This design comes from an exercise in tuning for small area, a short achievable clock period and few clock cycles per item on the open sky130 flow, not from production work. RTL that was checked went through simulation tests only; none was proved equivalent to the original. For run 5, only the layout was checked, not whether the RTL still works. No activity file was given, so power comes from the tool's default toggle rates.

==> flow/design.v (outline; a module is shown in full before it is edited, if it fits) <==
// module se_int_lane: 354 lines
// module se_lane_mac: 488 lines
// module se_lane_add: 180 lines
// module se_lane_add33: 172 lines
module se_int_lane (
    input  wire        clk,
    input  wire        rst,
    input  wire        in_valid,
    output wire        in_ready,
    input  wire [2:0]  in_kind,
    input  wire [2:0]  in_fn,
    input  wire [1:0]  in_type,
    input  wire [1:0]  in_round,
    input  wire        in_sat,
    input  wire [31:0] in_x,
    input  wire [31:0] in_y,
    input  wire [31:0] in_z,
    output wire        out_valid,
    output wire [31:0] out_result,
    output wire        out_sat
);
  // ...
==> flow/flow/run.sh <==
#!/bin/bash
# Own layout flow: the standard flow with the standard synthesis,
# unchanged, except that
#  - after global placement the port buffers are made buf_2 cells instead of
#    the slow clkdlybuf4s50_1 cells buffer_ports picks (every port keeps its
#    buffer), see swap_ports.tcl;
#  - the timing repair of floorplan, CTS and global routing is asked to
#    reach a setup slack of SETUP_SLACK_MARGIN ns. The clock period and
#    every constraint stay the design's: only the optimisation effort changes.
# Each tool's output goes to a log of its own in this folder.
set -euo pipefail
bash standard.sh synth > synth.log 2>&1
export SETUP_SLACK_MARGIN=13.25
RES="$PWD/orfs/results/sky130hd/se_int_lane/base"
bash standard.sh "$RES/3_3_place_gp.odb" > place_gp.log 2>&1
PORT_ODB="$RES/3_3_place_gp.odb" openroad -no_init -exit flow/swap_ports.tcl > swap_ports.log 2>&1
bash standard.sh finish > layout.log 2>&1
==> flow/flow/swap_ports.tcl <==
# Make the port buffers that buffer_ports inserted (input*, output*) plain
# buf_2 cells instead of clkdlybuf4s50_1. Run on the global placement,
# before resizing and detailed placement.
set odb $::env(PORT_ODB)
read_db $odb
set block [ord::get_db_block]
set buf [[ord::get_db] findMaster sky130_fd_sc_hd__buf_2]
set n 0
foreach inst [$block getInsts] {
  set name [$inst getName]
  if { [regexp {^(input|output)[0-9]+$} $name] &&
       [[$inst getMaster] getName] eq "sky130_fd_sc_hd__clkdlybuf4s50_1" } {
    $inst swapMaster $buf
    incr n
  }
}
puts "port buffers swapped: $n"
write_db $odb
==> flow/standard.sh <==
#!/bin/bash
# synth_recipe.tcl (not shown) runs the flow's synth.tcl, then flattens the netlist and writes it again
# the make line also repeats each setting of config.mk as NAME=value (left out here)
make -C /OpenROAD-flow-scripts/flow DESIGN_CONFIG=/design/flow/config.mk WORK_HOME=/design/flow/orfs CLKGATE_MAP_FILE= SYNTH_SCRIPT=/design/flow/synth_recipe.tcl "${@:-finish}"
==> flow/config.mk <==
export PLATFORM = sky130hd
export DESIGN_NAME = se_int_lane
export DESIGN_NICKNAME = se_int_lane
export VERILOG_FILES = /design/flow/design.v
export SDC_FILE = /design/flow/constraint.sdc
export NUM_CORES = 4
export LEC_CHECK = 0
export ABC_AREA = 1
export CAP_MARGIN = 35
export CORE_MARGIN = 2
export CORE_UTILIZATION = 50
export CTS_CLUSTER_DIAMETER = 80
export CTS_CLUSTER_SIZE = 24
export PLACE_DENSITY = 0.65
export SLEW_MARGIN = 35
==> flow/constraint.sdc <==
create_clock -name core_clock -period 18.0 [get_ports {clk}]
set_input_delay 3.6000 -clock core_clock [delete_from_list [all_inputs] [get_ports {clk}]]
set_output_delay 3.6000 -clock core_clock [all_outputs]
set_load 0.01 [all_outputs]
==> summary.log, run 1 <==
INFO  drt            routed_length_on_met1=47,100um
INFO  synthesis      ys_seq_elements=318
INFO  critical_path  crit_family=flip-flops
INFO  global_route   global_route.usage.met1=56.4%
INFO  sta            layout_setup_ws=13.29ns
INFO  drt            initialDrtViolationCount=3,799
INFO  global_route   largest_net_degree_at_the_start_of_global_routing=74
INFO  min_path       hold_path_depth=0
INFO  die            die_h=236um
INFO  drt            detailed_routed_wire_length_on_met3=15,700um
INFO  finish         multi_input_area=0.0170mm2
INFO  critical_path  timing.reg2reg.setup_slack=13.33ns
INFO  critical_path  worst-setup-path-type=flop to primary output
INFO  power          pwr-share-seq=19.7%
INFO  synthesis      ys_async_sr_fraction=0%
INFO  sta            drv_slew=0
INFO  sta            final.setup.tns=0ns
INFO  drt            dr_wl_met2=47,600um
INFO  finish         final_net_count=4,174
INFO  power          powerSeq=0.000944W
INFO  global_route   vias_in_the_first_global_route=25,036
INFO  placement      placement.setup.worst_slack=11.91ns
INFO  global_route   grt_util_met3=11.2%
INFO  finish         final_cell_count_no_fill=4,554
INFO  critical_path  r2r.worst_path.cells=13
INFO  power          dominant_power_group=combinational logic
INFO  status         outcome=finished clean
INFO  synthesis      synth_simple_gate_area_share=20.5%
INFO  synthesis      yosys.cell_count.top_type=sky130_fd_sc_hd__nand2_1
INFO  synthesis      main_flop_type_after_synthesis=sky130_fd_sc_hd__dfxtp_1
Testbench counts, summed over its fixed seeds: cycles 39,847, items 32,000.
==> run 2, diff against run 1 <==
--- a/flow/flow/run.sh
+++ b/flow/flow/run.sh
@@ -10,7 +10,7 @@
 # Each tool's output goes to a log of its own in this folder.
 set -euo pipefail
 bash standard.sh synth > synth.log 2>&1
-export SETUP_SLACK_MARGIN=13.25
+export SETUP_SLACK_MARGIN=13.4
 RES="$PWD/orfs/results/sky130hd/se_int_lane/base"
 bash standard.sh "$RES/3_3_place_gp.odb" > place_gp.log 2>&1
 PORT_ODB="$RES/3_3_place_gp.odb" openroad -no_init -exit flow/swap_ports.tcl > swap_ports.log 2>&1
--- a/flow/config.mk
+++ b/flow/config.mk
@@ -13,3 +13,4 @@
 export CTS_CLUSTER_SIZE = 24
 export PLACE_DENSITY = 0.65
 export SLEW_MARGIN = 35
+export TNS_END_PERCENT = 20
==> summary.log, run 2 <==
INFO  status         outcome=finished clean
INFO  sta            max_freq=213MHz
INFO  sta            timing.clock.skew=0.0352ns
INFO  sta            fin_crit_sh=26.1%
INFO  clock_network  cts.htree.levels=1
INFO  synthesis      post-synth-top-area-fraction=16.9%
INFO  drt            detail_route.first_pass.iterations=6
INFO  critical_path  timing.reg2reg.setup_slack=13.37ns [+0.04 ns]
INFO  global_route   track_usage=39.1%
INFO  min_path       hold_path.startpoint=sat0
INFO  drt            dr_wl_met2=46,500um [-2.3%]
INFO  critical_path  r2r.worst_path.cells=14 [+1]
INFO  global_route   grt_first_pass_wirelength=162,000um
INFO  drt            initialDrtViolationCount=3,653 [-3.8%]
INFO  placement      place.detailed.hpwl=86,300um
INFO  finish         biggestRegsByFlops=accc: 35 flops, accs: 35 flops
INFO  critical_path  worstPathArrival=5.01ns
INFO  sta            grt_setup_unrepaired=true
INFO  critical_path  worstPathMaxFanout=10
INFO  synthesis      synth_largest_area_cell=sky130_fd_sc_hd__dfxtp_1
INFO  synthesis      yosys-top-cells-area=sky130_fd_sc_hd__dfxtp_1 17%, sky130_fd_sc_hd__nand2_1 11%, sky130_fd_sc_hd__edfxtp_1 10%
INFO  synthesis      syn_avg_cell_area=7.15um2
INFO  global_route   vias_in_the_first_global_route=25,136 [+0.40%]
INFO  drt            route.top_layer_used=met5
INFO  clock_network  max-clock-path-buffers=3
INFO  power          cellInternalPower=0.00221W
INFO  die            floorplan.rows=85
INFO  synthesis      synth_simple_gate_area_share=20.5% [unchanged]
INFO  sta            final_hold_viol_count=0
INFO  finish         area_delta_synth_final=10.5%
INFO  power          total_power_divided_by_cell_area=157mW/mm2
INFO  global_route   grt-ovfl-total=0
INFO  critical_path  r2r-end=accc[21]
INFO  clock_network  tritoncts_clock_tree=done
INFO  synthesis      adder_cell_fraction_of_synth_area=14.0%
INFO  synthesis      synthesis.instances=3,762
INFO  sta            post-route-min-period=4.70ns
INFO  run            maxCapViolations=0
INFO  placement      io_buffers=144
INFO  power          netSwitchingFraction=52.8%
INFO  die            initial_core_util=50.3%
INFO  power          pwr-share-seq=20.3% [+0.6 points]
INFO  clock_network  cts_made_buffers=22
INFO  finish         final_net_count=4,159 [-0.36%]
INFO  drt            routed_length_on_met1=44,000um [-6.5%]
INFO  die            die_h=236um [unchanged]
INFO  synthesis      synth_xor_xnor_area_share=7.72%
INFO  critical_path  worst-setup-path-type=primary input to flop
INFO  synthesis      combinational_family_with_the_most_area_after_synthesis=simple AND/OR/NAND/NOR gates
INFO  finish         finish.instance_area=0.0297mm2
INFO  sta            final.setup.tns=0ns [unchanged]
INFO  clock_network  cts.sink_count=318
INFO  drt            route.detailed.drc=0
INFO  synthesis      yosys_warnings=1
INFO  min_path       timing.hold.worst.class=flop to flop
INFO  placement      globalplace.congestion=1.07
INFO  synthesis      netlist_area=0.0269mm2
INFO  synthesis      ys_async_sr_fraction=0% [unchanged]
INFO  finish         num_antenna_cells=0
INFO  synthesis      post_syn_nets=4,095
INFO  synthesis      synth_compound_area_share=19.6%
INFO  critical_path  setup.worst_path.start_class=primary input
INFO  die            fp.coreArea=0.0535mm2
INFO  synthesis      ys_seq_elements=318 [unchanged]
INFO  die            chipWidth=236um
INFO  die            i_o_pin_count=145
INFO  power          switching_power=0.00247W
INFO  drt            routed_wirelength=112,000um
INFO  clock_network  clock-root-buffer=sky130_fd_sc_hd__clkbuf_16
INFO  min_path       timing.hold.worst_endpoint=f_sat
INFO  power          power_leakage=14.1nW
INFO  min_path       hold_path_depth=0 [unchanged]
INFO  synthesis      yosys-mux-area-fraction=0.637%
INFO  sta            setup_viol=0
INFO  power          comb_power_share=67.6%
INFO  sta            max_slew.worst_pin.slew=0.858ns
INFO  finish         top_library_cells_by_usage_in_the_layout_fill_and_taps_aside=747 x sky130_fd_sc_hd__nand2_1, 514 x sky130_fd_sc_hd__inv_1, 344 x sky130_fd_sc_hd__o21ai_0
INFO  critical_path  crit_required=18.31ns
INFO  drt            ant_nets=0
INFO  clock_network  cts.reportedPaths.clkPinSlew=0.09ns
INFO  drt            num_vias=27,511
INFO  clock_network  worstSkewPairLatency=0.58ns
INFO  die            area_of_the_die=0.0557mm2
INFO  critical_path  r2r_start=bd_one[4]
INFO  synthesis      main_flop_type_after_synthesis=sky130_fd_sc_hd__dfxtp_1
INFO  drt            post_drt_via_cell_ratio=6.06
INFO  synthesis      yosys.cell_count.top_type=sky130_fd_sc_hd__nand2_1
INFO  synthesis      synth.top_cells.by_count=756 x sky130_fd_sc_hd__nand2_1, 526 x sky130_fd_sc_hd__inv_1, 364 x sky130_fd_sc_hd__o21ai_0
INFO  power          worst_ir_drop_vdd=0.000136V
INFO  critical_path  critPathCaptureType=flop
INFO  sta            max_slew_margin=42.4%
INFO  drt            detailed_routed_wire_length_on_met3=14,100um [-10%]
INFO  drt            routed_wire_length_per_instance=24.7um
INFO  global_route   grt_antenna_before_repair=4
INFO  finish         post_route_cells_drive_above_1_share=10.5%
INFO  synthesis      synth-edff-count=91
INFO  finish         layout.cells.most_common=sky130_fd_sc_hd__nand2_1
INFO  power          power.share.clock=12.1%
INFO  global_route   largest_net_degree_at_the_start_of_global_routing=63 [-15%]
INFO  synthesis      synth_cell_types=62
INFO  synthesis      synth_sequential_area_ratio=27.1%
INFO  placement      dpl_cell_area=0.0281mm2
INFO  sta            drv_slew=0 [unchanged]
run 2: cell counts after synthesis:
No cell type changed its count.
run 2: how the worst max path moves through the flow:
stage / startpoint / end / slack [ns] / depth (start not counted)
6_report: in_kind[1] / p0[13] / 13.30 / 11
5_1_grt: in_kind[2] / a17[16] / 13.27 / 14
4_1_cts: in_kind[2] / a17[10] / 13.34 / 14
3_5_place_dp: in_kind[2] / rdy / 12.17 / 12
3_3_place_gp: in_kind[2] / last / 11.66 / 11
2_1_floorplan: in_y[15] / last_st[0] / 13.12 / 6
run 2: final cells by class:
| cell class | count | area (um2) |
|---|---|---|
| tap | 696 | 871 |
| sequential | 318 | 7290 |
| timing repair inverter | 2 | 10.0 |
| clock buffer | 28 | 604 |
| inverter | 545 | 2100 |
| clock inverter | 12 | 195 |
| timing repair buffer | 227 | 1540 |
| multi-input combinational | 2710 | 17100 |
| fill | 5307 | 23800 |
run 2: per-layer routing:
layer	track usage, %	vias up
met5	0	-
met2	57.8	1840
li1	-	12572
met4	20.2	4
met1	52.5	12733
met3	10.1	362
run 2: worst max-delay path, cell delays in order:
cell                        delay (ns)
sky130_fd_sc_hd__buf_4            0.15
sky130_fd_sc_hd__nand2_4          0.07
sky130_fd_sc_hd__nor2_4           0.03
sky130_fd_sc_hd__inv_2            0.09
sky130_fd_sc_hd__nor3_4           0.05
sky130_fd_sc_hd__buf_12           0.14
sky130_fd_sc_hd__buf_4            0.14
sky130_fd_sc_hd__bufbuf_16        0.28
sky130_fd_sc_hd__or2_2            0.27
sky130_fd_sc_hd__o21ai_1          0.14
sky130_fd_sc_hd__inv_1            0.06
run 2: cell families after synthesis:
family	count (synthesis)
AND/OR/NAND/NOR	1321
AO/OA/AOI/OAI	910
buffers and inverters	736
flip-flops	318
XOR/XNOR	237
adder cells (fa/ha/maj)	223
multiplexers	17
run 2: through the flow:
| step | hold WS (ns) | utilization (%) | power [W] | cells | setup WS [ns] |
|---|---|---|---|---|---|
| after floorplan | 0.323 | - | 0.00272 | 3762 | 13.12 |
| after global placement | 0.362 | 53.9 | 0.00404 | 4455 | 11.66 |
| after detailed placement | 0.349 | 52.6 | 0.00402 | 4455 | 12.17 |
| after CTS | 0.371 | 54.8 | 0.00459 | 4513 | 13.34 |
| after global routing | 0.379 | 55.6 | 0.00497 | 4538 | 13.27 |
| final | 0.370 | 55.6 | 0.00467 | 4538 | 13.30 |
run 2: timing repair:
action / 4_1_cts / 5_1_grt
hold buffers: 0 / 0
resized for setup: 38 / 67
pin swaps: 5 / 14
gates cloned: 5 / 4
setup buffers: 13 / 21
endpoints found under the hold margin: 0 / 0
setup endpoints to repair: 205 / 196
run 2: power by group through the flow:
stage          combinational [W]  clock, W  sequential, W
2_1_floorplan            0.00177         0       0.000945
3_3_place_gp             0.00308         0       0.000962
3_5_place_dp             0.00306         0       0.000962
4_1_cts                  0.00308  0.000567       0.000945
5_1_grt                  0.00342  0.000591       0.000957
6_report                 0.00316  0.000563       0.000949
==> run 3, diff against run 2 <==
--- a/flow/config.mk
+++ b/flow/config.mk
@@ -13,4 +13,3 @@
 export CTS_CLUSTER_SIZE = 24
 export PLACE_DENSITY = 0.65
 export SLEW_MARGIN = 35
-export TNS_END_PERCENT = 20
==> summary.log, run 3 <==
INFO  synthesis      netlist_area=0.0269mm2 [unchanged]
INFO  drt            num_vias=28,200 [+2.5%]
INFO  critical_path  critPathCaptureType=primary output
INFO  drt            detail_route.first_pass.iterations=8 [+2]
INFO  status         outcome=finished clean
INFO  critical_path  crit_required=14.40ns [-3.91 ns]
INFO  sta            max_slew.worst_pin.slew=0.965ns [+0.107 ns]
INFO  sta            timing.clock.skew=0.0394ns [+0.00421 ns]
INFO  sta            max_slew_margin=35.0% [-7.4 points]
INFO  global_route   vias_in_the_first_global_route=25,562 [+1.7%]
INFO  synthesis      synth_largest_area_cell=sky130_fd_sc_hd__dfxtp_1
INFO  die            floorplan.rows=85 [unchanged]
INFO  die            initial_core_util=50.3% [unchanged]
INFO  drt            ant_nets=0 [unchanged]
INFO  finish         post-route-util=56.8% [+1.2 points]
INFO  global_route   grt_first_pass_wirelength=171,000um [+5.5%]
INFO  global_route   track_usage=41.7% [+2.6 points]
INFO  clock_network  tritoncts_clock_tree=done
INFO  drt            route.detailed.drc=0 [unchanged]
INFO  clock_network  worstSkewPairLatency=0.59ns [about the same]
INFO  synthesis      yosys_warnings=1 [unchanged]
INFO  synthesis      synth-edff-count=91 [unchanged]
INFO  global_route   largest_net_degree_at_the_start_of_global_routing=61 [-3.2%]
INFO  die            die_h=236um [unchanged]
INFO  placement      io_buffers=144 [unchanged]
INFO  critical_path  worstPathArrival=1.02ns [-3.99 ns]
INFO  run            maxCapViolations=0 [unchanged]
INFO  placement      numPlacedInstances=4,462 [+0.16%]
INFO  placement      placement.setup.worst_slack=12.08ns [-0.0918 ns]
INFO  clock_network  cts.reportedPaths.clkPinSlew=0.09ns [about the same]
INFO  synthesis      yosys.cell_count.top_type=sky130_fd_sc_hd__nand2_1
INFO  synthesis      post-synth-top-area-fraction=16.9% [unchanged]
INFO  synthesis      ys_async_sr_fraction=0% [unchanged]
INFO  die            chipWidth=236um [unchanged]
INFO  finish         final_cell_count_no_fill=4,602 [+1.4%]
INFO  finish         biggestRegsByFlops=accc: 35 flops, accs: 35 flops
INFO  critical_path  crit_path_slowest_cell=sky130_fd_sc_hd__dfxtp_2
INFO  clock_network  max-clock-path-buffers=3 [unchanged]
INFO  synthesis      ys_seq_elements=318 [unchanged]
INFO  synthesis      synthesis.instances=3,762 [unchanged]
INFO  clock_network  clock-root-buffer=sky130_fd_sc_hd__clkbuf_16
INFO  drt            initialDrtViolationCount=3,860 [+5.7%]
INFO  finish         fillerInstances=5,263 [-0.83%]
INFO  power          total_power_divided_by_cell_area=159mW/mm2 [+1.1%]
INFO  placement      globalplace.congestion=1.06 [-1.1%]
INFO  clock_network  cts_made_buffers=22 [unchanged]
INFO  synthesis      synth_cell_types=62 [unchanged]
INFO  drt            routed_wirelength=120,000um [+7.2%]
INFO  finish         top_library_cells_by_usage_in_the_layout_fill_and_taps_aside=745 x sky130_fd_sc_hd__nand2_1, 492 x sky130_fd_sc_hd__inv_1, 338 x sky130_fd_sc_hd__o21ai_0
INFO  clock_network  cts.htree.levels=1 [unchanged]
INFO  sta            final.setup.tns=0ns [unchanged]
INFO  drt            routed_wire_length_per_instance=26.1um [+5.7%]
INFO  power          worst_ir_drop_vdd=0.000116V [-15%]
INFO  finish         area_delta_synth_final=13.0%
INFO  synthesis      synth_sequential_area_ratio=27.1% [unchanged]
INFO  synthesis      yosys-top-cells-area=sky130_fd_sc_hd__dfxtp_1 17%, sky130_fd_sc_hd__nand2_1 11%, sky130_fd_sc_hd__edfxtp_1 10%
INFO  die            fp.coreArea=0.0535mm2 [unchanged]
INFO  sta            max_freq=216MHz [+1.8%]
INFO  critical_path  setup.worst_path.start_class=flop
INFO  power          power.total=0.00483W [+3.3%]
INFO  critical_path  worst-setup-path-type=flop to primary output
INFO  critical_path  worstPathMaxFanout=2 [-8]
INFO  sta            setup_viol=0 [unchanged]
INFO  drt            post_drt_via_cell_ratio=6.13 [+1.1%]
INFO  clock_network  cts.sink_count=318 [unchanged]
INFO  die            area_of_the_die=0.0557mm2 [unchanged]
INFO  finish         post_route_cells_drive_above_1_share=12.7% [+2.2 points]
INFO  critical_path  worstPathBufferInverterCount=1 [-5]
INFO  sta            fin_crit_sh=25.7% [-0.46 points]
INFO  placement      place.detailed.hpwl=92,500um [+7.2%]
INFO  global_route   grt-ovfl-total=0 [unchanged]
INFO  min_path       timing.hold.worst.class=flop to flop
INFO  global_route   grt_antenna_before_repair=5 [+1]
INFO  critical_path  crit_family=flip-flops
INFO  synthesis      post_syn_nets=4,095 [unchanged]
INFO  synthesis      syn_avg_cell_area=7.15um2 [unchanged]
INFO  sta            final_hold_viol_count=0 [unchanged]
INFO  sta            grt_setup_unrepaired=true
INFO  die            i_o_pin_count=145 [unchanged]
INFO  synthesis      main_flop_type_after_synthesis=sky130_fd_sc_hd__dfxtp_1
INFO  sta            post-route-min-period=4.62ns [-0.0826 ns]
INFO  finish         final_net_count=4,221 [+1.5%]
INFO  critical_path  worstPathCellList=buf_6
INFO  sta            layout_setup_ws=13.38ns [+0.0826 ns]
INFO  synthesis      synth.top_cells.by_count=756 x sky130_fd_sc_hd__nand2_1, 526 x sky130_fd_sc_hd__inv_1, 364 x sky130_fd_sc_hd__o21ai_0
INFO  finish         layout.cells.most_common=sky130_fd_sc_hd__nand2_1
INFO  sta            drv_slew=0 [unchanged]
INFO  power          power_leakage=14.4nW [+1.7%]
INFO  critical_path  crit_path_max_incr_delay=0.34ns [+0.06 ns]
run 3: cell counts after synthesis:
Identical to the previous run, type by type.
run 3: layout make-up:
class,count,area [um2],area share (%)
multi-input cells,2709,17100,56.4
repair buffers,289,2090,6.89
repair inverters,3,16.3,0.0535
clock inverters,11,181,0.597
flip-flops and latches,318,7300,24.0
well taps,696,871,2.87
diodes,2,5.00,0.0165
clock buffers,29,598,1.97
inverters,545,2180,7.17
run 3: worst register-to-register path, stage by stage (launching register included):
cell,delay (ns)
sky130_fd_sc_hd__dfxtp_2,0.64
sky130_fd_sc_hd__inv_2,0.26
sky130_fd_sc_hd__xor2_1,0.23
sky130_fd_sc_hd__fa_1,0.52
sky130_fd_sc_hd__inv_1,0.06
sky130_fd_sc_hd__fa_1,0.51
sky130_fd_sc_hd__fa_1,0.55
sky130_fd_sc_hd__inv_1,0.05
sky130_fd_sc_hd__fa_1,0.63
sky130_fd_sc_hd__inv_1,0.15
sky130_fd_sc_hd__fa_1,0.51
sky130_fd_sc_hd__nor2_1,0.22
sky130_fd_sc_hd__a31oi_1,0.08
run 3: timing repair:
| action | CTS | global route |
|---|---|---|
| cloned | 6 | 3 |
| hold buffers | 0 | 0 |
| buffers inserted | 18 | 71 |
| pin swaps | 13 | 15 |
| hold endpoints to repair | 0 | 0 |
| setup endpoints to repair | 210 | 166 |
| resized for setup | 54 | 103 |
run 3: layer usage:
metal | global-route usage (%) | vias up | wire length, um
li1 | - | 12705 | -
met1 | 58.4 | 13175 | 48600
met2 | 59.2 | 1958 | 48100
met3 | 11.5 | 354 | 15900
met4 | 19.7 | 8 | 7390
met5 | 0 | - | 46
run 3: report_power, final:
part / total, W / internal, W / switching [W]
Combinational: 0.00332 / 0.00113 / 0.00219
Clock: 0.000558 / 0.000253 / 0.000305
Sequential: 0.000952 / 0.000876 / 0.0000761
run 3: cells by family after synthesis:
kind of cell / count (synthesis) / share of synthesized area, %
and+or+nand+nor: 1321 / 20.5
AOI/OAI and AO/OA: 910 / 19.6
buffers and inverters: 736 / 10.5
DFF: 318 / 27.1
xor gates and xnor gates: 237 / 7.72
adders and majority gates: 223 / 14.0
muxes: 17 / 0.637
run 3: metrics by stage:
step	hold WS (ns)	instance area, um2
floorplan	0.323	27000
global placement	0.324	28900
detailed placement	0.337	28200
CTS	0.359	29400
global route	0.368	30400
finish	0.358	30400
run 3: final timing paths:
path	from	endpoint	slack [ns]	cells past startpoint
max reg2reg	bd_neg[1]	accs[18]	13.43	12
max	rdy	in_ready	13.38	1
min	sat0	f_sat	0.36	0
min reg2reg	sat0	f_sat	0.36	0
==> module se_int_lane, before the edit <==
module se_int_lane (
    input  wire        clk,
    input  wire        rst,
    input  wire        in_valid,
    output wire        in_ready,
    input  wire [2:0]  in_kind,
    input  wire [2:0]  in_fn,
    input  wire [1:0]  in_type,
    input  wire [1:0]  in_round,
    input  wire        in_sat,
    input  wire [31:0] in_x,
    input  wire [31:0] in_y,
    input  wire [31:0] in_z,
    output wire        out_valid,
    output wire [31:0] out_result,
    output wire        out_sat
);
    localparam K_ADD = 3'd0, K_MUL = 3'd1, K_MAC = 3'd2, K_SHF = 3'd3,
               K_CMP = 3'd4, K_CVT = 3'd5;
    localparam T_INT8 = 2'd0, T_INT16 = 2'd1, T_INT32 = 2'd2;
    localparam R_RNE = 2'd0, R_RTZ = 2'd1, R_RDN = 2'd2, R_RNA = 2'd3;
    reg        rdy;              
    reg        v0;
    reg [2:0]  f0;
    reg [1:0]  t0, rt0, rnd0;    
    reg        sat0;
    reg [31:0] p0, ys, q0;
    reg        is_mul, mac2, na2, nb2;
    reg [1:0]  last_st;
    reg        addsub;                   
    reg        o_sd, o_abs, o_min, o_max, o_cvt, o_lsh, o_rsh, o_cmp;
    reg        n_ge_w;                   
    reg        rs_ar;                    
    assign in_ready = rdy;
    wire take = in_valid & rdy;
    wire r0_en;                  
    wire in_mul  = (in_kind == K_MUL) | (in_kind == K_MAC);
    wire in_mac1 = (in_kind == K_MAC) & (in_fn[1:0] == 2'd1);       
    wire in_mac2 = (in_kind == K_MAC) & (in_fn[1:0] == 2'd2);       
    wire in_t32  = (in_type == T_INT32);
    wire fit_x = (&in_x[31:15]) | ~(|in_x[31:15]);
    wire fit_y = (&in_y[31:15]) | ~(|in_y[31:15]);
    wire fit_z = (&in_z[31:15]) | ~(|in_z[31:15]);
    wire in_na2 = in_mul & in_t32 & ~(in_mac1 ? fit_z : fit_x);
    wire in_nb2 = in_mul & in_t32 & ~fit_y;
    always @(posedge clk) begin
        if (r0_en) begin
            t0      <= in_type;
            rt0     <= (in_kind == K_CVT) ? in_fn[1:0] : in_type;
            sat0    <= in_sat;
            p0      <= in_mac1 ? in_z : in_x;
            ys      <= in_y;
            is_mul  <= in_mul;
            mac2    <= in_mac2;
            na2     <= in_na2;
            nb2     <= in_nb2;
            last_st <= (in_na2 & in_nb2) ? 2'd3 : (in_na2 | in_nb2) ? 2'd1 : 2'd0;
        end
    end
    always @(posedge clk) begin
        f0      <= in_fn;
        rnd0    <= in_round;
        q0      <= (in_kind == K_MUL) ? 32'd0 : in_mac1 ? in_x : in_z;
        addsub  <= ~((in_kind == K_ADD) & (in_fn == 3'd0));
        o_sd    <= (in_kind == K_ADD) & (in_fn[2:1] == 2'd0);
        o_min   <= (in_kind == K_ADD) & (in_fn == 3'd2);
        o_max   <= (in_kind == K_ADD) & (in_fn == 3'd3);
        o_abs   <= (in_kind == K_ADD) & (in_fn == 3'd4);
        o_lsh   <= (in_kind == K_SHF) & (in_fn[1:0] == 2'd2);
        o_rsh   <= (in_kind == K_SHF) & (in_fn[1:0] != 2'd2);
        rs_ar   <= (in_fn[1:0] == 2'd0);
        o_cmp   <= (in_kind == K_CMP);
        o_cvt   <= (in_kind == K_CVT);
        n_ge_w  <= (in_type == T_INT8)  ? (in_y[4:3] != 2'd0) :
                   (in_type == T_INT16) ? in_y[4] : 1'b0;
    end
    reg  [31:0] xs, yss, qs;     
    reg  [31:0] xu;              
    always @* begin
        case (t0)
            T_INT8: begin
                xs  = {{24{p0[7]}}, p0[7:0]};
                yss = {{24{ys[7]}}, ys[7:0]};
                qs  = {{24{q0[7]}}, q0[7:0]};
                xu  = {24'd0, p0[7:0]};
            end
            T_INT16: begin
                xs  = {{16{p0[15]}}, p0[15:0]};
                yss = {{16{ys[15]}}, ys[15:0]};
                qs  = {{16{q0[15]}}, q0[15:0]};
                xu  = {16'd0, p0[15:0]};
            end
            default: begin
                xs  = p0;
                yss = ys;
                qs  = q0;
                xu  = p0;
            end
        endcase
    end
    reg  [1:0] st;               
    reg        first;            
    reg        ia, ib;           
    reg        shift;            
    reg        last;             
    wire [1:0] st_n = st + 2'd1;
    assign     ib_n = na2 ? st_n[1] : st_n[0];
    assign     ia_n = na2 & st_n[0];
    reg  [16:0] a17;
    wire        ia_n;
    wire [15:0] in_a = in_mac1 ? in_z[15:0] : in_x[15:0];
    wire [15:0] in_as = (in_type == T_INT8) ? {{8{in_a[7]}}, in_a[7:0]} : in_a;
    always @(posedge clk) begin
        if (take)
            a17 <= {~in_na2 & in_as[15], in_as};
        else if (ia_n)
            a17 <= {p0[31], p0[31:16]};
        else
            a17 <= {~na2 & xs[15], xs[15:0]};
    end
    function [2:0] booth;        
        input [2:0] b;
        input       sub;
        begin
            booth[2] = b[1] ^ b[0];
            booth[1] = (b[2] & ~b[1] & ~b[0]) | (~b[2] & b[1] & b[0]);
            booth[0] = b[2] ^ sub;
        end
    endfunction
    reg  [7:0]  bd_one, bd_two, bd_neg;
    wire [16:0] in_bsrc = {in_y[15:0], 1'b0};
    wire        ib_n;            
    wire [16:0] ys_bsrc = ib_n ? ys[31:15] : {ys[15:0], 1'b0};
    integer bi;
    always @(posedge clk) begin
        for (bi = 0; bi < 8; bi = bi + 1) begin
            if (take) begin
                {bd_one[bi], bd_two[bi], bd_neg[bi]} <=
                    booth(in_bsrc[2*bi +: 3], in_mac2) &
                    {3{~((in_type == T_INT8) & (bi >= 4))}};
            end else begin
                {bd_one[bi], bd_two[bi], bd_neg[bi]} <=
                    booth(ys_bsrc[2*bi +: 3], mac2);
            end
        end
    end
    reg  [34:0] accs, accc;
    reg         f_up;            
    reg         f_inv, f_zero;   
    wire [34:0] accv;
    se_lane_add u_add (
        .ra  (accs),
        .rb  ((accc ^ {35{f_inv}}) & ~{35{f_zero}}),
        .cin (f_up),
        .sum (accv)
    );
    wire [34:0] addend = first ? {{3{qs[31]}}, qs} :
                         shift ? {{16{accv[34]}}, accv[34:16]} : accv;
    wire [34:0] mac_ra, mac_rb;
    se_lane_mac u_mac (
        .a    (a17),
        .one  (bd_one),
        .two  (bd_two),
        .neg  (bd_neg),
        .c    (addend),
        .ra   (mac_ra),
        .rb   (mac_rb)
    );
    wire [32:0] xs33 = {xs[31], xs};
    wire [32:0] ys33 = {yss[31], yss};
    wire [32:0] sd;
    se_lane_add33 u_sd (
        .ra  (xs33),
        .rb  (ys33 ^ {33{addsub}}),
        .cin (addsub),
        .sum (sd)
    );
    wire        lt = sd[32];
    wire        eq = (xs == yss);
    wire [4:0]  n = ys[4:0];
    wire [31:0] xs_rev;
    genvar gr;
    generate
        for (gr = 0; gr < 32; gr = gr + 1) begin : g_rev
            assign xs_rev[gr] = xs[31 - gr];
        end
    endgenerate
    wire [32:0] s33 = o_lsh ? {1'b0, xs_rev} :
                      rs_ar ? {xs[31], xs} : {1'b0, xu};
    wire [33:0] rsh = $signed({s33, 1'b0}) >>> n;
    wire [32:0] q   = rsh[33:1];
    wire        g   = rsh[0];
    wire [31:0] below_n = ~(32'hFFFF_FFFF << n);          
    wire [31:0] below = below_n >> 1;                     
    wire        sticky = |(s33[31:0] & below);
    wire        sneg = s33[32];
    reg         up_sh;
    always @* begin
        case (rnd0)
            R_RNE: up_sh = g & (sticky | q[0]);
            R_RTZ: up_sh = sneg & (g | sticky);
            R_RDN: up_sh = 1'b0;
            default: up_sh = g & (sticky | ~sneg);
        endcase
        if (n_ge_w)
            up_sh = 1'b0;
    end
    wire [31:0] lsh;
    wire [31:0] dif = {xs[31:1] ^ xs[30:0], xs[0]};
    wire [31:0] lmask;           
    generate
        for (gr = 0; gr < 32; gr = gr + 1) begin : g_lsh
            assign lsh[gr] = q[31 - gr];
            if (gr < 8) begin : g8
                assign lmask[gr] = (t0 == T_INT8)  ? below_n[7 - gr] :
                                   (t0 == T_INT16) ? below_n[15 - gr] :
                                                     below_n[31 - gr];
            end else if (gr < 16) begin : g16
                assign lmask[gr] = (t0 == T_INT16) ? below_n[15 - gr] :
                                                     below_n[31 - gr];
            end else begin : g32
                assign lmask[gr] = below_n[31 - gr];
            end
        end
    endgenerate
    wire        lsh_ovf = |(dif & lmask);
    reg         cmp_r;
    always @* begin
        case (f0)
            3'd0: cmp_r = eq;
            3'd1: cmp_r = ~eq;
            3'd2: cmp_r = lt;
            3'd3: cmp_r = lt | eq;
            3'd4: cmp_r = ~(lt | eq);
            default: cmp_r = ~lt;
        endcase
    end
    wire        o_add = o_sd | o_abs | o_min | o_max;
    wire [34:0] alu = ({35{o_cvt}} & {{3{xs[31]}}, xs}) |
                      ({35{o_min | o_max}} & {{3{yss[31]}}, yss}) |
                      ({35{o_lsh}} & {{3{xs[31]}}, lsh}) |
                      ({35{o_rsh}} & {{2{q[32]}}, q}) |
                      {34'd0, o_cmp & cmp_r};
    wire        alu_up = (o_abs & lt) | (o_rsh & up_sh);
    assign r0_en = ~v0 | last;
    wire fin = v0 & last;
    reg  [15:0] lo0, lo1;        
    reg  [1:0]  wt;              
    reg         f_v;
    reg  [1:0]  f_rtype;
    reg         f_sat, f_lsh, f_lovf;
    always @(posedge clk) begin
        if (rst) begin
            v0  <= 1'b0;
            rdy <= 1'b1;
        end else if (take) begin
            v0  <= 1'b1;
            rdy <= ~(in_na2 | in_nb2);
        end else if (v0 & ~last) begin
            rdy <= (st_n == last_st);
        end else begin
            v0  <= 1'b0;
            rdy <= 1'b1;
        end
        if (rst | take | ~v0 | last) begin
            st    <= 2'd0;
            first <= 1'b1;
            ia    <= 1'b0;
            ib    <= 1'b0;
            shift <= 1'b0;
            last  <= rst | ~take | ~(in_na2 | in_nb2);
        end else begin
            st    <= st_n;
            first <= 1'b0;
            ia    <= na2 & st_n[0];
            ib    <= ib_n;
            shift <= ~(na2 & nb2 & (st_n == 2'd2));
            last  <= (st_n == last_st);
        end
        accs <= is_mul ? mac_ra : alu;
        accc <= is_mul ? mac_rb : {35{o_add}} & {{2{sd[32]}}, sd};
        wt  <= first ? 2'd0 : wt + {1'b0, shift};
        if (shift & (wt == 2'd0))
            lo0 <= accv[15:0];
        lo1 <= accv[15:0];
        f_v     <= rst ? 1'b0 : fin;
        f_rtype <= rt0;
        f_sat   <= sat0;
        f_up    <= alu_up & ~is_mul;
        f_inv   <= o_abs & lt & ~is_mul;
        f_zero  <= ((o_min & ~lt) | (o_max & lt)) & ~is_mul;
        f_lsh   <= o_lsh & ~is_mul;
        f_lovf  <= lsh_ovf;
    end
    wire [34:0] acci = accv;
    wire [34:0] e_eq;
    assign e_eq[34] = 1'b1;
    genvar gi;
    generate
        for (gi = 0; gi < 34; gi = gi + 1) begin : g_eq
            assign e_eq[gi] = e_eq[gi + 1] & (acci[gi] == acci[gi + 1]);
        end
    endgenerate
    reg [31:0] wrapped;
    reg        ovf;
    always @* begin
        case (wt)
            2'd0: wrapped = acci[31:0];
            2'd1: wrapped = {acci[15:0], lo0};
            default: wrapped = {lo1, lo0};
        endcase
        case (wt)
            2'd0: begin
                case (f_rtype)
                    T_INT8:  ovf = ~e_eq[7];
                    T_INT16: ovf = ~e_eq[15];
                    default: ovf = ~e_eq[31];
                endcase
            end
            2'd1: ovf = ~e_eq[15];
            default: ovf = ~(e_eq[0] & (acci[0] == lo1[15]));
        endcase
        if (f_lsh)
            ovf = f_lovf;
    end
    wire sgn = acci[34];
    reg [31:0] fitted;
    always @* begin
        if (f_sat & ovf) begin
            case (f_rtype)
                T_INT8:  fitted = sgn ? 32'hFFFF_FF80 : 32'h0000_007F;
                T_INT16: fitted = sgn ? 32'hFFFF_8000 : 32'h0000_7FFF;
                default: fitted = sgn ? 32'h8000_0000 : 32'h7FFF_FFFF;
            endcase
        end else begin
            case (f_rtype)
                T_INT8:  fitted = {{24{wrapped[7]}}, wrapped[7:0]};
                T_INT16: fitted = {{16{wrapped[15]}}, wrapped[15:0]};
                default: fitted = wrapped;
            endcase
        end
    end
    reg        o_v;
    reg [31:0] o_res;
    reg        o_sat;
    always @(posedge clk) begin
        o_v   <= rst ? 1'b0 : f_v;
        o_res <= fitted;
        o_sat <= f_sat & ovf;
    end
    assign out_valid  = o_v;
    assign out_result = o_res;
    assign out_sat    = o_sat;
endmodule
==> run 4, diff against run 3 <==
--- a/flow/design.v
+++ b/flow/design.v
@@ -244,7 +244,9 @@
     wire        alu_up = (o_abs & lt) | (o_rsh & up_sh);
     assign r0_en = ~v0 | last;
     wire fin = v0 & last;
-    reg  [15:0] lo0, lo1;        
+    reg  [31:0] o_res;
+    wire [15:0] lo0 = o_res[15:0];
+    wire [15:0] lo1 = o_res[31:16];
     reg  [1:0]  wt;              
     reg         f_v;
     reg  [1:0]  f_rtype;
@@ -280,9 +282,6 @@
         accs <= is_mul ? mac_ra : alu;
         accc <= is_mul ? mac_rb : {35{o_add}} & {{2{sd[32]}}, sd};
         wt  <= first ? 2'd0 : wt + {1'b0, shift};
-        if (shift & (wt == 2'd0))
-            lo0 <= accv[15:0];
-        lo1 <= accv[15:0];
         f_v     <= rst ? 1'b0 : fin;
         f_rtype <= rt0;
         f_sat   <= sat0;
@@ -341,11 +340,15 @@
         end
     end
     reg        o_v;
-    reg [31:0] o_res;
     reg        o_sat;
     always @(posedge clk) begin
         o_v   <= rst ? 1'b0 : f_v;
-        o_res <= fitted;
+        if (f_v)
+            o_res <= fitted;
+        else if (shift & (wt == 2'd0))
+            o_res[15:0] <= accv[15:0];
+        else if (shift)
+            o_res[31:16] <= accv[15:0];
         o_sat <= f_sat & ovf;
     end
     assign out_valid  = o_v;
--- a/flow/config.mk
+++ b/flow/config.mk
@@ -9,7 +9,5 @@
 export CAP_MARGIN = 35
 export CORE_MARGIN = 2
 export CORE_UTILIZATION = 50
-export CTS_CLUSTER_DIAMETER = 80
-export CTS_CLUSTER_SIZE = 24
 export PLACE_DENSITY = 0.65
 export SLEW_MARGIN = 35
==> summary.log, run 4 <==
INFO  placement      dpl_cell_area=0.0281mm2 [-0.32%]
INFO  critical_path  timing.critical_path.depth=1 [unchanged]
INFO  global_route   grt-ovfl-total=0 [unchanged]
INFO  clock_network  clock-root-buffer=sky130_fd_sc_hd__clkbuf_16
INFO  placement      numPlacedInstances=4,505 [+0.96%]
INFO  run            maxCapViolations=0 [unchanged]
INFO  clock_network  cts_made_buffers=31 [+41%]
INFO  global_route   vias_in_the_first_global_route=26,184 [+2.4%]
INFO  die            initial_core_util=50.9% [+0.58 points]
INFO  sta            final.setup.tns=0ns [unchanged]
INFO  critical_path  r2r.worst_path.cells=13 [+1]
INFO  placement      placement.setup.worst_slack=11.82ns [-0.265 ns]
INFO  critical_path  crit_path_max_incr_delay=0.44ns [+0.10 ns]
INFO  die            die_h=236um [-0.11%]
INFO  synthesis      ys_async_sr_fraction=0% [unchanged]
INFO  drt            post_drt_via_cell_ratio=6.11 [-0.21%]
INFO  synthesis      synth-edff-count=107 [+18%]
INFO  finish         layout.cells.most_common=sky130_fd_sc_hd__nand2_1
INFO  clock_network  cts.htree.levels=1 [unchanged]
INFO  sta            setup_viol=0 [unchanged]
INFO  clock_network  worstSkewPairLatency=0.61ns [+0.02 ns]
INFO  critical_path  crit_required=14.40ns [about the same]
INFO  critical_path  crit_family=flip-flops
INFO  finish         finish.instance_area=0.0309mm2 [+1.6%]
INFO  finish         top_library_cells_by_usage_in_the_layout_fill_and_taps_aside=776 x sky130_fd_sc_hd__nand2_1, 503 x sky130_fd_sc_hd__inv_1, 278 x sky130_fd_sc_hd__o21ai_0
INFO  finish         final_cell_count_no_fill=4,680 [+1.7%]
INFO  global_route   largest_net_degree_at_the_start_of_global_routing=78 [+28%]
INFO  finish         area_delta_synth_final=15.0%
INFO  synthesis      yosys-top-cells-area=sky130_fd_sc_hd__dfxtp_1 13%, sky130_fd_sc_hd__edfxtp_1 12%, sky130_fd_sc_hd__nand2_1 11%
INFO  die            chipWidth=236um [-0.11%]
INFO  critical_path  worstPathMaxFanout=2 [unchanged]
INFO  synthesis      synthesis.instances=3,811 [+1.3%]
INFO  power          pwr-share-seq=17.3% [-2.4 points]
INFO  sta            max_slew_margin=33.8% [-1.2 points]
INFO  die            fp.coreArea=0.0528mm2 [-1.4%]
INFO  power          total_power_divided_by_cell_area=157mW/mm2 [-1.6%]
INFO  synthesis      synth_sequential_area_ratio=25.3% [-1.7 points]
INFO  sta            timing.clock.skew=0.0200ns [-0.0194 ns]
INFO  clock_network  tritoncts_clock_tree=done
INFO  drt            routed_wirelength=117,000um [-2.5%]
INFO  critical_path  worstPathArrival=1.21ns [+0.19 ns]
INFO  power          power_leakage=14.7nW [+2.1%]
INFO  critical_path  critPathCaptureType=primary output
INFO  critical_path  worstPathBufferInverterCount=1 [unchanged]
INFO  critical_path  worst-setup-path-type=flop to primary output
INFO  die            area_of_the_die=0.0555mm2 [-0.23%]
INFO  clock_network  cts.sink_count=286 [-10%]
INFO  global_route   track_usage=40.6% [-1.1 points]
INFO  sta            max_freq=208MHz [-4.0%]
INFO  finish         post_route_cells_drive_above_1_share=13.9% [+1.2 points]
INFO  synthesis      synth_largest_area_cell=sky130_fd_sc_hd__dfxtp_1
INFO  critical_path  crit_path_slowest_cell=sky130_fd_sc_hd__edfxtp_1
INFO  synthesis      yosys_warnings=1 [unchanged]
INFO  sta            grt_setup_unrepaired=true
INFO  placement      globalplace.congestion=1.05 [-0.85%]
INFO  synthesis      post-synth-top-area-fraction=13.4% [-3.5 points]
INFO  critical_path  r2r_start=bd_one[4]
INFO  power          comb_power_share=68.0% [-0.7 points]
INFO  power          netSwitchingFraction=51.3% [-1.9 points]
INFO  synthesis      synth.top_cells.by_count=785 x sky130_fd_sc_hd__nand2_1, 535 x sky130_fd_sc_hd__inv_1, 332 x sky130_fd_sc_hd__o21ai_0
INFO  die            i_o_pin_count=145 [unchanged]
INFO  power          power.share.clock=14.7% [+3.1 points]
INFO  drt            initialDrtViolationCount=4,070 [+5.4%]
INFO  drt            detail_route.first_pass.iterations=6 [-2]
INFO  sta            hold_slack=0.340ns [-0.0173 ns]
INFO  drt            ant_nets=0 [unchanged]
INFO  finish         biggestRegsByFlops=accc: 35 flops, accs: 35 flops
INFO  min_path       hold_path_depth=0 [unchanged]
INFO  placement      io_buffers=144 [unchanged]
INFO  drt            routed_wire_length_per_instance=25.0um [-4.1%]
INFO  finish         fillerInstances=5,200 [-1.2%]
INFO  critical_path  r2r-end=accs[20]
INFO  min_path       timing.hold.worst_endpoint=f_sat
INFO  placement      place.detailed.hpwl=88,500um [-4.3%]
INFO  synthesis      ys_seq_elements=286 [-10%]
INFO  clock_network  cts.reportedPaths.clkPinSlew=0.06ns [-0.03 ns]
INFO  synthesis      yosys.cell_count.top_type=sky130_fd_sc_hd__nand2_1
INFO  global_route   grt_antenna_before_repair=6 [+1]
INFO  sta            max_slew.worst_pin.slew=0.982ns [+0.0174 ns]
INFO  critical_path  timing.reg2reg.setup_slack=13.46ns [+0.03 ns]
INFO  critical_path  worstPathCellList=buf_2
INFO  synthesis      netlist_area=0.0268mm2 [-0.23%]
INFO  sta            fin_crit_sh=26.7% [+1.1 points]
INFO  sta            layout_setup_ws=13.19ns [-0.192 ns]
INFO  sta            post-route-min-period=4.81ns [+0.192 ns]
INFO  finish         final_net_count=4,299 [+1.8%]
INFO  sta            final_hold_viol_count=0 [unchanged]
INFO  clock_network  cts_hold_buf=0 [unchanged]
INFO  drt            route.detailed.drc=0 [unchanged]
INFO  power          worst_ir_drop_vdd=0.000138V [+19%]
INFO  power          switching_power=0.00248W [-3.6%]
INFO  sta            drv_slew=0 [unchanged]
INFO  drt            num_vias=28,617 [+1.5%]
INFO  clock_network  max-clock-path-buffers=3 [unchanged]
INFO  min_path       hold_path.startpoint=sat0
INFO  min_path       timing.hold.worst.class=flop to flop
INFO  power          cellInternalPower=0.00235W [+4.1%]
INFO  critical_path  setup.worst_path.start_class=flop
INFO  status         outcome=finished clean
INFO  synthesis      post_syn_nets=4,144 [+1.2%]
INFO  global_route   grt_first_pass_wirelength=168,000um [-1.6%]
INFO  synthesis      main_flop_type_after_synthesis=sky130_fd_sc_hd__dfxtp_1
INFO  synthesis      synth_cell_types=64 [+3.2%]
INFO  synthesis      syn_avg_cell_area=7.04um2 [-1.5%]
INFO  die            floorplan.rows=84 [-1.2%]
-- run 4: cell families (layout without fill, tap and decap cells) --
logic type	count (synthesis)	in the layout	synth area share, %
and+or+nand+nor	1442	1444	22.9
AOI/OAI and AO/OA	878	878	19.2
buffers and inverters	744	922	10.7
DFF	286	286	25.3
xor gates and xnor gates	228	228	7.44
adders and majority gates	223	223	14.1
muxes	10	10	0.378
other	0	1	0
-- run 4: cell type report --
cell class	instances	area, um2	area share, %
inverter	556	2220	7.18
tap	688	861	2.79
clock buffer	45	900	2.91
antenna	1	2.50	0.00811
multi-input combinational	2783	17500	56.8
timing repair buffer	308	2320	7.52
sequential	286	6820	22.1
clock inverter	13	219	0.709
-- run 4: power by group through the flow --
stage | logic (W) | registers, W | clock network [W]
3_5_place_dp | 0.00310 | 0.000843 | 0
5_1_grt | 0.00352 | 0.000841 | 0.000736
2_1_floorplan | 0.00180 | 0.000816 | 0
3_3_place_gp | 0.00309 | 0.000843 | 0
6_report | 0.00328 | 0.000838 | 0.000710
4_1_cts | 0.00313 | 0.000831 | 0.000711
-- run 4: worst max path at each step --
stage / startpoint / end
finish: o_res[31] / out_result[31]
global route: o_res[31] / out_result[31]
CTS: o_res[31] / out_result[31]
detailed placement: in_kind[2] / p0[12]
global placement: in_kind[2] / p0[9]
floorplan: in_kind[2] / p0[22]
-- run 4: through the flow --
stage,total power (W),utilization [%]
after floorplan,0.00261,-
final,0.00483,58.5
after detailed placement,0.00395,53.3
after CTS,0.00467,56.8
after global routing,0.00510,58.5
after global placement,0.00393,54.6
-- run 4: what timing repair did --
item	in CTS	in global routing
pin swaps	8	22
cloned	6	4
setup buffers	38	67
endpoints found under the setup margin	216	180
gates resized for setup	70	75
-- run 4: routing by layer --
metal,wire (um),global-route usage (%)
met1,45900,54.3
met2,48300,60.1
met3,15500,11.6
met4,7250,20.0
met5,46,0
Testbench counts of run 4, summed over its fixed seeds: cycles 39,847, items 32,000.
==> run 5, diff against run 4 <==
--- a/flow/design.v
+++ b/flow/design.v
@@ -103,21 +103,12 @@
     reg        ia, ib;           
     reg        shift;            
     reg        last;             
+    wire       ia_n, ib_n;      
     wire [1:0] st_n = st + 2'd1;
     assign     ib_n = na2 ? st_n[1] : st_n[0];
     assign     ia_n = na2 & st_n[0];
-    reg  [16:0] a17;
-    wire        ia_n;
-    wire [15:0] in_a = in_mac1 ? in_z[15:0] : in_x[15:0];
-    wire [15:0] in_as = (in_type == T_INT8) ? {{8{in_a[7]}}, in_a[7:0]} : in_a;
-    always @(posedge clk) begin
-        if (take)
-            a17 <= {~in_na2 & in_as[15], in_as};
-        else if (ia_n)
-            a17 <= {p0[31], p0[31:16]};
-        else
-            a17 <= {~na2 & xs[15], xs[15:0]};
-    end
+    wire [16:0] a17 = ia ? {p0[31], p0[31:16]} : {~na2 & xs[15], xs[15:0]};
+    wire [16:0] bsrc = ib ? ys[31:15] : {yss[15:0], 1'b0};
     function [2:0] booth;        
         input [2:0] b;
         input       sub;
@@ -127,23 +118,13 @@
             booth[0] = b[2] ^ sub;
         end
     endfunction
-    reg  [7:0]  bd_one, bd_two, bd_neg;
-    wire [16:0] in_bsrc = {in_y[15:0], 1'b0};
-    wire        ib_n;            
-    wire [16:0] ys_bsrc = ib_n ? ys[31:15] : {ys[15:0], 1'b0};
-    integer bi;
-    always @(posedge clk) begin
-        for (bi = 0; bi < 8; bi = bi + 1) begin
-            if (take) begin
-                {bd_one[bi], bd_two[bi], bd_neg[bi]} <=
-                    booth(in_bsrc[2*bi +: 3], in_mac2) &
-                    {3{~((in_type == T_INT8) & (bi >= 4))}};
-            end else begin
-                {bd_one[bi], bd_two[bi], bd_neg[bi]} <=
-                    booth(ys_bsrc[2*bi +: 3], mac2);
-            end
+    wire [7:0]  bd_one, bd_two, bd_neg;
+    genvar gb;
+    generate
+        for (gb = 0; gb < 8; gb = gb + 1) begin : g_booth
+            assign {bd_one[gb], bd_two[gb], bd_neg[gb]} = booth(bsrc[2*gb +: 3], mac2);
         end
-    end
+    endgenerate
     reg  [34:0] accs, accc;
     reg         f_up;            
     reg         f_inv, f_zero;   
@@ -244,9 +225,7 @@
     wire        alu_up = (o_abs & lt) | (o_rsh & up_sh);
     assign r0_en = ~v0 | last;
     wire fin = v0 & last;
-    reg  [31:0] o_res;
-    wire [15:0] lo0 = o_res[15:0];
-    wire [15:0] lo1 = o_res[31:16];
+    reg  [15:0] lo0, lo1;        
     reg  [1:0]  wt;              
     reg         f_v;
     reg  [1:0]  f_rtype;
@@ -282,6 +261,9 @@
         accs <= is_mul ? mac_ra : alu;
         accc <= is_mul ? mac_rb : {35{o_add}} & {{2{sd[32]}}, sd};
         wt  <= first ? 2'd0 : wt + {1'b0, shift};
+        if (shift & (wt == 2'd0))
+            lo0 <= accv[15:0];
+        lo1 <= accv[15:0];
         f_v     <= rst ? 1'b0 : fin;
         f_rtype <= rt0;
         f_sat   <= sat0;
@@ -340,15 +322,11 @@
         end
     end
     reg        o_v;
+    reg [31:0] o_res;
     reg        o_sat;
     always @(posedge clk) begin
         o_v   <= rst ? 1'b0 : f_v;
-        if (f_v)
-            o_res <= fitted;
-        else if (shift & (wt == 2'd0))
-            o_res[15:0] <= accv[15:0];
-        else if (shift)
-            o_res[31:16] <= accv[15:0];
+        o_res <= fitted;
         o_sat <= f_sat & ovf;
     end
     assign out_valid  = o_v;
--- a/flow/config.mk
+++ b/flow/config.mk
@@ -9,5 +9,7 @@
 export CAP_MARGIN = 35
 export CORE_MARGIN = 2
 export CORE_UTILIZATION = 50
+export CTS_CLUSTER_DIAMETER = 80
+export CTS_CLUSTER_SIZE = 24
 export PLACE_DENSITY = 0.65
 export SLEW_MARGIN = 35
==> summary.log, run 5 <==
INFO  status         outcome=finished clean
INFO  power          power_leakage=15.4nW [+5.0%]
INFO  die            area_of_the_die=0.0539mm2 [-3.0%]
INFO  sta            final_hold_viol_count=0 [unchanged]
INFO  clock_network  cts_made_buffers=20 [-35%]
INFO  sta            fin_crit_sh=29.3% [+2.6 points]
INFO  global_route   grt_first_pass_wirelength=184,000um [+9.1%]
INFO  die            fp.coreArea=0.0514mm2 [-2.6%]
INFO  synthesis      synth_sequential_area_ratio=25.0% [-0.36 points]
INFO  clock_network  tritoncts_clock_tree=done
INFO  min_path       timing.hold.worst.class=flop to flop
INFO  power          switching_power=0.00229W [-7.9%]
INFO  critical_path  critPathCaptureType=flop
INFO  synthesis      netlist_area=0.0260mm2 [-3.0%]
INFO  finish         area.sequential=0.00652mm2 [-4.4%]
INFO  power          cellInternalPower=0.00214W [-8.9%]
INFO  min_path       hold_path_depth=0 [unchanged]
INFO  synthesis      syn_avg_cell_area=7.01um2 [-0.40%]
INFO  sta            max_slew_margin=26.5% [-7.3 points]
INFO  run            maxCapViolations=0 [unchanged]
INFO  placement      globalplace.congestion=1.13 [+7.2%]
INFO  synthesis      yosys_warnings=1 [unchanged]
INFO  finish         multi_input_area=0.0186mm2 [+6.3%]
INFO  sta            drv_slew=0 [unchanged]
INFO  global_route   grt_antenna_before_repair=8 [+2]
INFO  clock_network  max-clock-path-buffers=3 [unchanged]
INFO  placement      placement.setup.worst_slack=11.63ns [-0.185 ns]
INFO  synthesis      yosys.cell_count.top_type=sky130_fd_sc_hd__nand2_1
INFO  finish         biggestRegsByFlops=accc: 35 flops, accs: 35 flops
INFO  drt            initialDrtViolationCount=5,005 [+23%]
INFO  sta            timing.clock.skew=0.0333ns [+0.0133 ns]
INFO  min_path       timing.hold.worst_endpoint=f_sat
INFO  synthesis      synth.top_cells.by_count=851 x sky130_fd_sc_hd__nand2_1, 490 x sky130_fd_sc_hd__inv_1, 270 x sky130_fd_sc_hd__nor2_1
INFO  synthesis      synth-edff-count=91 [-15%]
INFO  critical_path  timing.reg2reg.setup_slack=12.72ns [-0.74 ns]
INFO  power          worst_ir_drop_vdd=0.000138V [about the same]
INFO  drt            routed_wirelength=134,000um [+15%]
INFO  sta            layout_setup_ws=12.72ns [-0.462 ns]
INFO  die            chipWidth=232um [-1.5%]
INFO  power          pwr-share-seq=18.9% [+1.6 points]
INFO  finish         fillerInstances=4,447 [-14%]
INFO  critical_path  worstPathMaxFanout=6 [+4]
INFO  drt            detail_route.first_pass.iterations=14 [+8]
INFO  finish         final_net_count=4,326 [+0.63%]
INFO  sta            max_freq=190MHz [-8.8%]
INFO  critical_path  setup.worst_path.start_class=flop
INFO  drt            ant_nets=0 [unchanged]
INFO  synthesis      synthesis.instances=3,710 [-2.7%]
INFO  drt            num_vias=30,521 [+6.7%]
INFO  finish         post_route_cells_drive_above_1_share=21.7% [+7.8 points]
INFO  clock_network  cts.htree.levels=1 [unchanged]
INFO  die            initial_core_util=50.6% [-0.24 points]
INFO  power          comb_power_share=69.3% [+1.3 points]
INFO  drt            routed_wire_length_per_instance=28.6um [+14%]
INFO  sta            grt_setup_unrepaired=true
INFO  synthesis      post_syn_nets=4,042 [-2.5%]
INFO  critical_path  r2r-end=accc[20]
INFO  power          netSwitchingFraction=51.6% [+0.29 points]
INFO  synthesis      synth_largest_area_cell=sky130_fd_sc_hd__dfxtp_1
INFO  synthesis      main_flop_type_after_synthesis=sky130_fd_sc_hd__dfxtp_1
INFO  die            floorplan.rows=83 [-1.2%]
INFO  placement      io_buffers=144 [unchanged]
INFO  drt            route.detailed.drc=0 [unchanged]
INFO  sta            max_slew.worst_pin.slew=1.10ns [+0.120 ns]
INFO  synthesis      ys_seq_elements=279 [-2.4%]
INFO  synthesis      ys_async_sr_fraction=0% [unchanged]
INFO  clock_network  cts.sink_count=279 [-2.4%]
INFO  synthesis      post-synth-top-area-fraction=14.5% [+1.1 points]
INFO  critical_path  worstPathArrival=5.75ns [+4.54 ns]
INFO  clock_network  clock-root-buffer=sky130_fd_sc_hd__clkbuf_16
INFO  sta            final.setup.tns=0ns [unchanged]
INFO  critical_path  worst_setup_path_startpoint=p0[7]
INFO  global_route   vias_in_the_first_global_route=28,068 [+7.2%]
INFO  synthesis      synth_cell_types=62 [-3.1%]
INFO  synthesis      yosys-top-cells-area=sky130_fd_sc_hd__dfxtp_1 14%, sky130_fd_sc_hd__nand2_1 12%, sky130_fd_sc_hd__edfxtp_1 11%
INFO  die            i_o_pin_count=145 [unchanged]
INFO  critical_path  r2r.worst_path.cells=23 [+10]
INFO  critical_path  r2r_start=p0[7]
INFO  power          power.share.clock=11.8% [-2.9 points]
INFO  finish         layout.cells.most_common=sky130_fd_sc_hd__nand2_1
INFO  critical_path  worst-setup-path-type=flop to flop
INFO  critical_path  crit_required=18.47ns [+4.07 ns]
INFO  drt            post_drt_via_cell_ratio=6.50 [+6.4%]
INFO  clock_network  cts.reportedPaths.clkPinSlew=0.09ns [+0.03 ns]
INFO  global_route   largest_net_degree_at_the_start_of_global_routing=71 [-9.0%]
INFO  min_path       hold_path.startpoint=sat0
INFO  placement      place.detailed.hpwl=92,500um [+4.4%]
INFO  sta            setup_viol=0 [unchanged]
INFO  finish         top_library_cells_by_usage_in_the_layout_fill_and_taps_aside=804 x sky130_fd_sc_hd__nand2_1, 438 x sky130_fd_sc_hd__inv_1, 247 x sky130_fd_sc_hd__nor2_1
INFO  global_route   track_usage=46.8% [+6.2 points]
INFO  finish         area_delta_synth_final=24.8%
INFO  power          total_power_divided_by_cell_area=136mW/mm2 [-13%]
INFO  global_route   grt-ovfl-total=0 [unchanged]
INFO  sta            post-route-min-period=5.28ns [+0.462 ns]
INFO  clock_network  worstSkewPairLatency=0.59ns [-0.02 ns]
INFO  die            die_h=232um [-1.5%]
==> run 5: cell count changes in the layout (fill, tap and decap cells not counted), moves of 30 or more <==
cell | before | now
sky130_fd_sc_hd__inv_1 | 503 | 438
sky130_fd_sc_hd__buf_4 | 142 | 214
sky130_fd_sc_hd__o21ai_0 | 278 | 215
sky130_fd_sc_hd__o22ai_2 | 3 | 33
sky130_fd_sc_hd__buf_6 | 3 | 45
sky130_fd_sc_hd__o22ai_1 | 172 | 117
==> run 5: cell type report <==
cell class	count	share of cell area, %
Timing Repair inverter	6	0.154
Tap cell	680	2.62
Antenna cell	5	0.0385
Timing Repair Buffer	432	11.2
Sequential cell	279	20.1
Multi-Input combinational cell	2745	57.3
Clock inverter	10	0.531
Clock buffer	26	1.71
Inverter	510	6.32
==> run 5: worst max-delay path by stage <==
stage                      end  depth (start not counted)
finish                accc[20]                         23
global route          accc[21]                         21
CTS                   accc[19]                         24
detailed placement    accc[17]                         17
global placement      accs[17]                         22
floorplan           last_st[0]                          6
==> run 5: repair_timing <==
item | CTS | global route
cloned | 22 | 7
hold buffers | 0 | 0
gates resized for setup | 318 | 118
setup buffers | 176 | 54
pin swaps | 82 | 47
setup endpoints to repair | 179 | 150
==> run 5: worst max-delay path, cell delays in order, from the launching register on <==
cell                         delay [ns]
sky130_fd_sc_hd__edfxtp_1          0.42
sky130_fd_sc_hd__buf_12            0.17
sky130_fd_sc_hd__clkinvlp_4        0.14
sky130_fd_sc_hd__nor2_4            0.08
sky130_fd_sc_hd__buf_4             0.14
sky130_fd_sc_hd__buf_6             0.11
sky130_fd_sc_hd__nor2_4            0.29
sky130_fd_sc_hd__nand2_2           0.15
sky130_fd_sc_hd__o21ai_4           0.25
sky130_fd_sc_hd__buf_4             0.24
sky130_fd_sc_hd__buf_4             0.20
sky130_fd_sc_hd__o22ai_4           0.10
sky130_fd_sc_hd__xor2_2            0.15
sky130_fd_sc_hd__ha_2              0.32
sky130_fd_sc_hd__inv_1             0.05
sky130_fd_sc_hd__fa_1              0.52
sky130_fd_sc_hd__inv_1             0.07
sky130_fd_sc_hd__fa_1              0.49
sky130_fd_sc_hd__inv_1             0.06
sky130_fd_sc_hd__fa_1              0.48
sky130_fd_sc_hd__inv_1             0.06
sky130_fd_sc_hd__fa_2              0.51
sky130_fd_sc_hd__nand2_1           0.06
sky130_fd_sc_hd__o31ai_1           0.10
==> run 5: metal layers <==
metal  routed length, um  up-vias  global-route usage (%)
li1                    -    12822                       -
met1               47700    14042                    58.8
met2               52500     2808                    67.3
met3               21600      845                    17.5
met4               12200        4                    30.2
met5                  66        -                       0
==> run 5: per-stage QoR <==
| step | util [%] | total power, W | instances | hold WS [ns] | instance area, um2 |
|---|---|---|---|---|---|
| 2_1_floorplan | - | 0.00243 | 3710 | 0.323 | 26700 |
| 3_3_place_gp | 55.0 | 0.00337 | 4391 | 0.326 | 28300 |
| 3_5_place_dp | 53.6 | 0.00339 | 4391 | 0.332 | 27600 |
| 4_1_cts | 61.1 | 0.00413 | 4625 | 0.358 | 31400 |
| 5_1_grt | 63.2 | 0.00462 | 4690 | 0.371 | 32500 |
| 6_report | 63.2 | 0.00443 | 4693 | 0.358 | 32500 |
==> run 5: power by group through the flow <==
stage                     Combinational (W)  Sequential, W  Clock (W)
after floorplan                     0.00159       0.000837          0
after global placement              0.00253       0.000842          0
after detailed placement            0.00254       0.000843          0
after CTS                           0.00278       0.000830   0.000523
after global routing                0.00324       0.000842   0.000542
final                               0.00307       0.000837   0.000524
==> run 5: cells by family (layout without fill, tap and decap cells) <==
family / Yosys count / after routing / share of synthesized area, %
DFF: 279 / 279 / 25.0
adders and majority gates: 222 / 222 / 14.5
buffers and inverters: 697 / 984 / 10.4
and+or+nand+nor: 1506 / 1514 / 24.5
AOI/OAI and AO/OA: 775 / 777 / 17.8
muxes: 7 / 8 / 0.284
other: 0 / 5 / 0
xor gates and xnor gates: 224 / 224 / 7.65

## re-timing with driven ports
The results above use ideal ports. As a check the final layouts listed here were re-extracted and re-timed, cells and wires unchanged. Step 1, drivers: a clkbuf_16 drives clk and a buf_2 each remaining input, both assumed. Step 2, shift: input delay + t, output delay - t, t = (earliest + latest rising clock arrival at the registers) / 2. This alone moves slack from input paths to output paths. Slacks: ideal / step 1 / step 2; pairs: ideal / step 1.
| run | t (ns) | setup WS [ns] | worst hold slack (ns) | worst setup path at the end | slew at the worst register clock pin (ns) |
|---|---|---|---|---|---|
| run 1 | 0.628 | 13.288 / 13.222 / 12.737 | 0.352 / 0.352 / 0.352 | input to register | 0.10 / 0.10 |
| run 2 | 0.627 | 13.295 / 13.299 / 12.694 | 0.370 / 0.370 / 0.370 | input to register | 0.10 / 0.10 |
| run 3 | 0.633 | 13.378 / 13.313 / 12.820 | 0.358 / 0.358 / 0.358 | input to register | 0.10 / 0.10 |
| run 4 | 0.662 | 13.185 / 13.122 / 12.744 | 0.340 / 0.340 / 0.340 | input to register | 0.07 / 0.07 |
| run 5 | 0.640 | 12.723 / 12.723 / 12.621 | 0.358 / 0.358 / 0.358 | input to register | 0.10 / 0.10 |
After both steps every run listed still meets setup and hold. The setup slack of run 2, which loses most, moves by +0.004 ns with the drivers and by -0.601 ns with both steps.
